Source: an optimization exercise on an open RTL-to-GDS flow (aim: small area, a short achievable clock period and few clock cycles). Production flows keep margins and buffers that such runs may drop.
In this exercise RTL edits were held to simulation tests only and were not proved equivalent to the original.
No activity file was given, so power comes from the tool's default toggle rates.

// sillar_fpu
module sillar_fpu (
    input  wire        clk,
    input  wire        rst,
    input  wire        in_valid,
    output wire        in_ready,
    input  wire [5:0]  in_op,
    input  wire [1:0]  in_rm,
    input  wire [31:0] in_a,
    input  wire [31:0] in_b,
    input  wire [31:0] in_c,
    output reg         out_valid,
    output reg  [31:0] out_res,
    output reg  [4:0]  out_flags
);
    assign in_ready = 1'b1;
    wire [5:0] o = in_op;
    wire d_as  = ~o[4] & ~o[3] & ~o[2] & ~o[1];           
    wire d_fma = ~o[4] & ~o[3] & (o[2] | (o[1] & o[0]));   
    wire d_i2f = o[3] & o[1] & o[0];
    wire d_f2i = o[3] & o[2];
    wire d_one = d_as | d_i2f | d_f2i;
    wire za = (in_a[30:23] == 8'd0);
    wire zb = (in_b[30:23] == 8'd0);
    wire zc = (in_c[30:23] == 8'd0);
    reg        v0;
    reg [5:0]  op0;
    reg [1:0]  rm0;
    reg [31:0] x0, y0, c0;
    reg [7:0]  ex0, ey0, ez0;
    reg        hx0, xm0, hy0, ym0, one0, hz0, sz0, zb0, zc0, i2f0, f2i0;
    always @(posedge clk) begin
        v0   <= in_valid & ~rst;
        op0  <= in_op;
        rm0  <= in_rm;
        x0   <= in_a;
        y0   <= in_b;
        c0   <= in_c;
        ex0  <= d_i2f ? 8'd159 : d_f2i ? 8'd172 : in_a[30:23];
        ey0  <= d_one ? 8'd127 : in_b[30:23];
        ez0  <= d_as ? in_b[30:23] : d_fma ? in_c[30:23] :
                d_i2f ? 8'd158 : d_f2i ? in_a[30:23] : 8'd0;
        hx0  <= d_i2f ? in_a[31] : ~d_f2i & ~za;
        xm0  <= ~o[3] & ~za;
        hy0  <= d_one | ~zb;
        ym0  <= ~d_one & ~zb;
        one0 <= d_one;
        hz0  <= d_as ? ~zb : d_fma ? ~zc : d_f2i & ~za;
        sz0  <= d_as ? in_b[31] ^ o[0] : d_fma & in_c[31];
        zb0  <= d_as;
        zc0  <= d_fma;
        i2f0 <= d_i2f;
        f2i0 <= d_f2i;
    end
    wire [31:0] res4;
  ...
Settings: LEC_CHECK=0, CAP_MARGIN=70, CORE_MARGIN=2, CORE_UTILIZATION=40, SLEW_MARGIN=85; clock period 22.0 ns.
standard.sh (not shown) runs the stock make flow with config.mk's settings and CLKGATE_MAP_FILE= SYNTH_SCRIPT=/design/flow/synth_recipe.tcl, a recipe that flattens the netlist after the stock synthesis.
==> flow/flow/run.sh <==
#!/bin/bash
# The standard layout (standard.sh, unchanged), except that the port
# buffers that global placement inserts on every input and output are
# sky130_fd_sc_hd__buf_4 rather than the default pick, a slow delay cell.
# ORFS writes each tool's log under orfs/logs; make's own output goes to
# standard.log here.
set -euo pipefail
cd "$(dirname "$0")/.."
export BUFFER_PORTS_ARGS="-buffer_cell sky130_fd_sc_hd__buf_4"
bash standard.sh > standard.log 2>&1
Testbench counts at the start, summed over its fixed seeds: cycles 48,040.
Rerun with:
Settings changed: CAP_MARGIN 70 to 50, SLEW_MARGIN 85 to 70.
The changed run ran to the end with no violations.
Setup slack improves by 8.6 ns.
Total power came out lower by about 26%.
Sequential share of layout area went up by 3.9 points.
Cell count falls by about 10%.
Die area is unchanged.
Non-clock buffer count decreases by 756.
Cell area decreases by 22%.
Global-route usage decreases by 2.0 points.
Rerun with:
Settings changed: CAP_MARGIN 50 to 20, SLEW_MARGIN 70 to 20.
- The new run passed the timing, DRC and antenna checks
- final area drops by a few percent
- clock skew drops by 0.0060 ns
- total power drops by a few percent
- cell count drops slightly
- critical path depth does not change
- via count is about the same
- wire length drops slightly
- core utilization drops by 1.6 points


Another version of the RTL of sillar_fpu (not shown whole).
Size in the first run: about 5400 cells after synthesis, roughly 530 flip-flops, ~150 I/O pins, about 47000 um2 of cells after synthesis.
// sillar_fpu
module sillar_fpu (
    input  wire        clk,
    input  wire        rst,
    input  wire        in_valid,
    output wire        in_ready,
    input  wire [5:0]  in_op,
    input  wire [1:0]  in_rm,
    input  wire [31:0] in_a,
    input  wire [31:0] in_b,
    input  wire [31:0] in_c,
    output reg         out_valid,
    output reg  [31:0] out_res,
    output reg  [4:0]  out_flags
);
clock: 22.0 ns
lec_check: 0
cap_margin: 20
core_margin: 2
core_utilization: 40
slew_margin: 20
run.sh (not shown) runs the stock make flow with config.mk's settings and CLKGATE_MAP_FILE= SYNTH_SCRIPT=/design/flow/synth_recipe.tcl, a recipe that flattens the netlist after the stock synthesis.
Stock flow here: none of the scripts above is used.
Testbench counts at the start, summed over its fixed seeds: cycles 48,040.
Next try:
==> flow/flow/run.sh (new file) <==
#!/bin/bash
# The standard layout (standard.sh, unchanged), except that the port
# buffers that global placement inserts on every input and output are
# sky130_fd_sc_hd__buf_4 rather than the default pick, a slow delay cell.
# ORFS writes each tool's log under orfs/logs; make's own output goes to
# standard.log here.
set -euo pipefail
cd "$(dirname "$0")/.."
export BUFFER_PORTS_ARGS="-buffer_cell sky130_fd_sc_hd__buf_4"
bash standard.sh > standard.log 2>&1
==> flow/standard.sh (new file) <==
#!/bin/bash
# synth_recipe.tcl (not shown) runs the flow's synth.tcl, then flattens the netlist and writes it again
# the make line also repeats each setting of config.mk as NAME=value (left out here)
make -C /OpenROAD-flow-scripts/flow DESIGN_CONFIG=/design/flow/config.mk WORK_HOME=/design/flow/orfs CLKGATE_MAP_FILE= SYNTH_SCRIPT=/design/flow/synth_recipe.tcl "${@:-finish}"
removed: flow/run.sh
Effect: Global-route usage drops by 0.41 points. Power shrinks by about 1.4%. Final cell count barely changes. Combinational power falls by about 1%. Final area goes down by about 0.8%.

re-timing with driven ports:
How much do the figures lean on ideal ports? The routed layouts below were timed once more, with nothing changed but the port constraints. Step 1 sets driving cells, clkbuf_16 on the clock port and buf_2 on the other inputs (assumed; they add their load-dependent delay and slew). Step 2 moves the port delays by t, midway between the first and last clock arrival at a register: inputs arrive t later, outputs are due t later. That takes back most of the time a late clock gives input paths. Slacks: no drivers / after step 1 / after step 2; pairs: no drivers / after step 1.
| run | t (ns) | setup slack, ns | worst setup path at the end | clock arrival spread, ns | pins driven straight from the clock port |
|---|---|---|---|---|---|
| the first run of note 1 | 0.770 | 7.718 / 7.718 / 7.718 | register to register | 0.041 / 0.040 | 1 |
| the second run of note 1 | 0.748 | 16.276 / 16.214 / 15.996 | input to register | 0.080 / 0.079 | 1 |
| the third run of note 1 | 0.758 | 15.965 / 15.965 / 15.965 | register to register | 0.070 / 0.069 | 1 |
| the first run of note 2 | 0.758 | 15.798 / 15.798 / 15.311 | input to register | 0.037 / 0.037 | 1 |
| the second run of note 2 | 0.754 | 15.783 / 15.783 / 15.783 | register to register | 0.039 / 0.038 | 1 |
After both steps setup and hold are still met in every run listed. The setup slack of the first run of note 2, which loses most, moves by 0.000 ns with the drivers and by -0.487 ns with both steps.
